From an optimization exercise on the open Yosys and OpenROAD flow, aimed at small area, a short achievable clock period and few clock cycles per item; shortcuts taken in it are not production practice.
At most, simulation tests tie the RTL to the original design; equivalence was not proved.
Power is estimated from default activity; no workload was simulated.

==> flow/design.v (excerpt) <==
module bfe_rho (
    input  wire               clk,
    input  wire               rst,
    input  wire               in_valid,
    output wire               in_ready,
    input  wire               in_last,
    input  wire               in_elided,
    input  wire signed [15:0] in_w_i,
    input  wire signed [15:0] in_w_q,
    output wire               out_valid,
    input  wire               out_ready,
    output wire        [14:0] out_rho,
    output wire               out_null
);
Size in the first run: about 2800 cells after synthesis, roughly 300 flip-flops, about 56 I/O pins, ~25000 µm² of cells after synthesis.
clock: 12.0 ns
lec_check: 0
cap_margin: 20
core_margin: 2
core_utilization: 40
slew_margin: 20
standard.sh (not shown) runs the stock make flow with config.mk's settings and CLKGATE_MAP_FILE= SYNTH_SCRIPT=/design/flow/synth_recipe.tcl, a recipe that flattens the netlist after the stock synthesis.
==> flow/flow/run.sh <==
#!/bin/bash
# The standard ORFS flow (the standard.sh, synthesis unchanged), with the
# timing repair aimed below the clock period: repair_timing is asked for
# SETUP_SLACK_MARGIN ns of setup slack at the design's 12 ns clock.
set -euo pipefail
MARGIN=$(cat flow/margin.txt)
bash standard.sh SETUP_SLACK_MARGIN=$MARGIN finish > flow_make.log 2>&1
==> flow/flow/margin.txt <==
8.0
The first run finished with timing, DRC and antenna clean.
Testbench counts at the start, summed over its fixed seeds: cycles 24,472, sets 480.
Change:
--- a/flow/design.v
+++ b/flow/design.v
@@ -784,13 +784,14 @@
         me <= ie;
         mv <= iv & ~rst;
     end
     reg [37:0] e_all, e_rem;           
     reg        any_el, pend;           
     reg        rst_d;                  
-    wire       ld;                     
+    reg        ld;                     
+    wire       pend_n;                 
     wire        keep = ~me;
     wire [37:0] a0 = ld ? 38'd0 : e_all;
     wire [37:0] a1 = {6'd0, ra};
     wire [37:0] a2 = {6'h3f, rb};
     wire [37:0] a_s = a0 ^ a1 ^ a2;
     wire [37:0] a_c = (a0 & a1) | (a0 & a2) | (a1 & a2);
@@ -810,23 +811,22 @@
         end
         if (rst) begin
             any_el <= 1'b0;
             pend   <= 1'b0;
         end else begin
             any_el <= ~ld & any_el | mv & me;
-            pend   <= pend & ~ld | mv & ml;
+            pend   <= pend_n;
         end
     end
     reg        busy, ovalid, onull, eael;
     reg [5:0]  cnt;
     reg [37:0] rem, dvs;               
     reg [3:0]  nb;                     
     reg [1:0]  qb;                     
     reg [15:0] sr;                     
     reg [14:0] root;                   
-    assign ld = pend & ~busy & ~ovalid;
     wire [38:0] dx = {rem, nb[3]};
     wire [39:0] dt = {1'b0, dx} - {2'b00, dvs};
     wire        dg = ~dt[39];
     wire [37:0] dr = dg ? dt[37:0] : dx[37:0];
     wire [17:0] ss = {sr, qb};
     wire [18:0] st = {1'b0, ss} - {2'b00, root, 2'b01};
@@ -857,26 +857,29 @@
             end else if (s_step)
                 root <= {root[13:0], sg};
         end
         cnt <= ld ? 6'd0 : cnt + 6'd1;
     end
     wire fin = busy & (s_first & special | s_last);
+    wire       busy_n   = ld | busy & ~fin;
+    wire       ovalid_n = fin | ovalid & ~out_ready;
+    assign     pend_n   = pend & ~ld | mv & ml;
     always @(posedge clk) begin
         if (rst) begin
             busy   <= 1'b0;
             ovalid <= 1'b0;
+            ld     <= 1'b0;
         end else begin
-            busy   <= ld | busy & ~fin;
-            ovalid <= fin | ovalid & ~out_ready;
+            busy   <= busy_n;
+            ovalid <= ovalid_n;
+            ld     <= pend_n & ~busy_n & ~ovalid_n;
         end
     end
-    wire       busy_n   = ld | busy & ~fin;
-    wire       ovalid_n = fin | ovalid & ~out_ready;
     wire       lI_n     = take & in_last;
     wire       lM_n     = iv & il;
-    wire       lA_n     = pend & ~ld | mv & ml;
+    wire       lA_n     = pend_n;
     wire       none     = ~lI_n & ~lM_n & ~lA_n;
     wire       one      = lI_n ^ lM_n ^ lA_n;
     always @(posedge clk)
         rdy <= rst | none | one & ~busy_n & ~ovalid_n;
     assign in_ready  = rdy;
     assign out_valid = ovalid;
After rerunning: Clock skew shrinks by 21 ps. Design area is lower by 1.0%. Clock-buffer cell count rises by 9. Global-route usage went down by 0.18 points. Non-clock buffer count shrinks by 24. Wire length decreases by 0.54%. Setup slack gains 130 ps. Synthesized cell count rose by 0.97%. Flip-flop and latch count goes up by 1. Power falls by 5.9%. Via count came out higher by 1.9%.
Testbench counts after the change, summed over its fixed seeds: cycles 24,472, sets 480.

========
Another version of the RTL of bfe_rho (not shown whole).
For scale: about 2500 cells after synthesis, about 56 I/O pins, roughly 0.024 mm^2 of cells after synthesis.
export LEC_CHECK = 0
export CAP_MARGIN = 20
export CORE_MARGIN = 2
export CORE_UTILIZATION = 40
export SLEW_MARGIN = 20
create_clock -name core_clock -period 12.0 [get_ports {clk}]
==> flow/flow/run.sh <==
#!/bin/bash
# Layout flow: the standard ORFS flow (standard.sh), with
#  - the standard synthesis, unchanged (standard.sh synth);
#  - flow/fa_polarity.py on its netlist: full adders are used on complemented
#    signals where that saves inverters (same cells otherwise, same registers);
#  - ports buffered with buf_2 rather than the default delay buffer;
#  - timing repair aimed at SETUP_SLACK_MARGIN ns of slack at the 12 ns clock;
#  - the further ORFS settings listed in flow/extra.txt, one VAR=value a line.
# Each step's output goes to a log file of its own here.
set -euo pipefail
MARGIN=$(cat flow/margin.txt)
ARGS=("SETUP_SLACK_MARGIN=$MARGIN" "BUFFER_PORTS_ARGS=-buffer_cell sky130_fd_sc_hd__buf_2")
while IFS= read -r line; do
  if [[ -n "$line" ]]; then ARGS+=("$line"); fi
done < flow/extra.txt
RES=orfs/results/sky130hd/bfe_rho/base
bash standard.sh "${ARGS[@]}" synth > flow_synth.log 2>&1
cp $RES/1_2_yosys.v $RES/1_2_yosys.standard.v
python3 flow/fa_polarity.py $RES/1_2_yosys.standard.v $RES/1_2_yosys.v > fa_polarity.log 2>&1
rm -f $RES/1_synth.odb $RES/1_synth.sdc
bash standard.sh "${ARGS[@]}" finish > flow_finish.log 2>&1
Other scripts of this flow, unchanged in this note and not shown: flow/flow/extra.txt, flow/flow/fa_polarity.py, flow/flow/margin.txt
The starting point completed with no timing, DRC or antenna violations.
Testbench counts at the start, summed over its fixed seeds: cycles 24,375, sets 480.
Then changed:
--- a/flow/design.v
+++ b/flow/design.v
@@ -810,49 +810,48 @@
             e_rem <= r_sum;
         end
         if (rst | ld) begin
             any_el <= 1'b0;
             pend   <= 1'b0;
         end else begin
             any_el <= el_n;
             pend   <= last;
         end
     end
     reg        busy, ovalid, onull, eael;
     reg [5:0]  cnt;
-    reg [37:0] rem, dvn;               
+    reg [37:0] rem, dvs;               
     reg [3:0]  nb;                     
     reg [1:0]  qb;                     
     reg [15:0] sr;                     
     reg [14:0] root;                   
     wire [38:0] dx = {rem, nb[3]};
-    wire [40:0] dt1 = {1'b0, dx, 1'b1} + {2'b11, dvn, 1'b1};
-    wire [39:0] dt = dt1[40:1];        
+    wire [39:0] dt = {1'b0, dx} - {2'b00, dvs};
     wire        dg = ~dt[39];
     wire [37:0] dr = dg ? dt[37:0] : dx[37:0];
     wire [17:0] ss = {sr, qb};
     wire [18:0] st = {1'b0, ss} - {2'b00, root, 2'b01};
     wire        sg = ~st[18];
-    wire        dz       = &dvn;
+    wire        dz       = (dvs == 38'd0);
     wire        special  = ~eael | dz | qb[1] | qb[0];
     wire [14:0] spec_rho = ~eael ? 15'd16384 : dz ? 15'd0 : 15'h7fff;
     wire [14:0] root_inc = root + 15'd1;
     wire        s_first  = (cnt == 6'd2);
     wire        s_last   = (cnt == 6'd34);
     wire        s_step   = ~cnt[0] & (cnt != 6'd2);
     always @(posedge clk) begin
         rem <= ld ? {4'd0, a_sum[37:4]} : dr;
         nb  <= ld ? a_sum[3:0] : {nb[2:0], 1'b0};
         qb  <= {qb[0], dg};
-        if (ld) dvn  <= ~r_sum;
+        if (ld) dvs  <= r_sum;
         if (ld) eael <= el_n;
         if (s_first)
             sr <= 16'd0;
         else if (s_step)
             sr <= sg ? st[15:0] : ss[15:0];
         if (busy) begin
             if (s_first) begin
                 root  <= special ? spec_rho : 15'd0;
                 onull <= eael & dz;
             end else if (s_last) begin
                 if (sg & ~&root) root <= root_inc;
             end else if (s_step)
Routed wire length rises by a few percent; utilization barely changes; final cell count grows by a few percent; register-to-register slack hardly moves; die area increases by a few percent; design area increases by a few percent; total power is about the same; hold slack is better by 0.016 ns; global-route usage rises by 0.20 points.
For the second run of this note, only the layout was checked, not whether the RTL still works.

separate check: timing with driven ports:
No port has a modelled driver above. Below, the same layouts with a new extraction and two added sets of constraints. Step 1 sets driving cells, clkbuf_16 on the clock port and buf_2 on the other inputs (assumed; they add their load-dependent delay and slew). Step 2 moves the port delays by t, midway between the first and last clock arrival at a register: inputs arrive t later, outputs are due t later. That takes back most of the time a late clock gives input paths. Three values: no drivers, after step 1, after step 2; two values: the first two.
run | t (ns) | setup WS [ns] | cell pins on the clock port's net
the first run of note 1 | 0.599 | 7.930 / 7.930 / 7.744 | 1
the second run of note 1 | 0.613 | 8.062 / 8.005 / 7.641 | 1
the first run of note 2 | 0.653 | 8.339 / 8.282 / 8.067 | 1
the second run of note 2 | 0.649 | 8.337 / 8.297 / 7.994 | 1
After both steps every run listed still meets setup and hold. The setup slack of the second run of note 1, which loses most, moves by -0.057 ns with the drivers and by -0.421 ns with both steps.
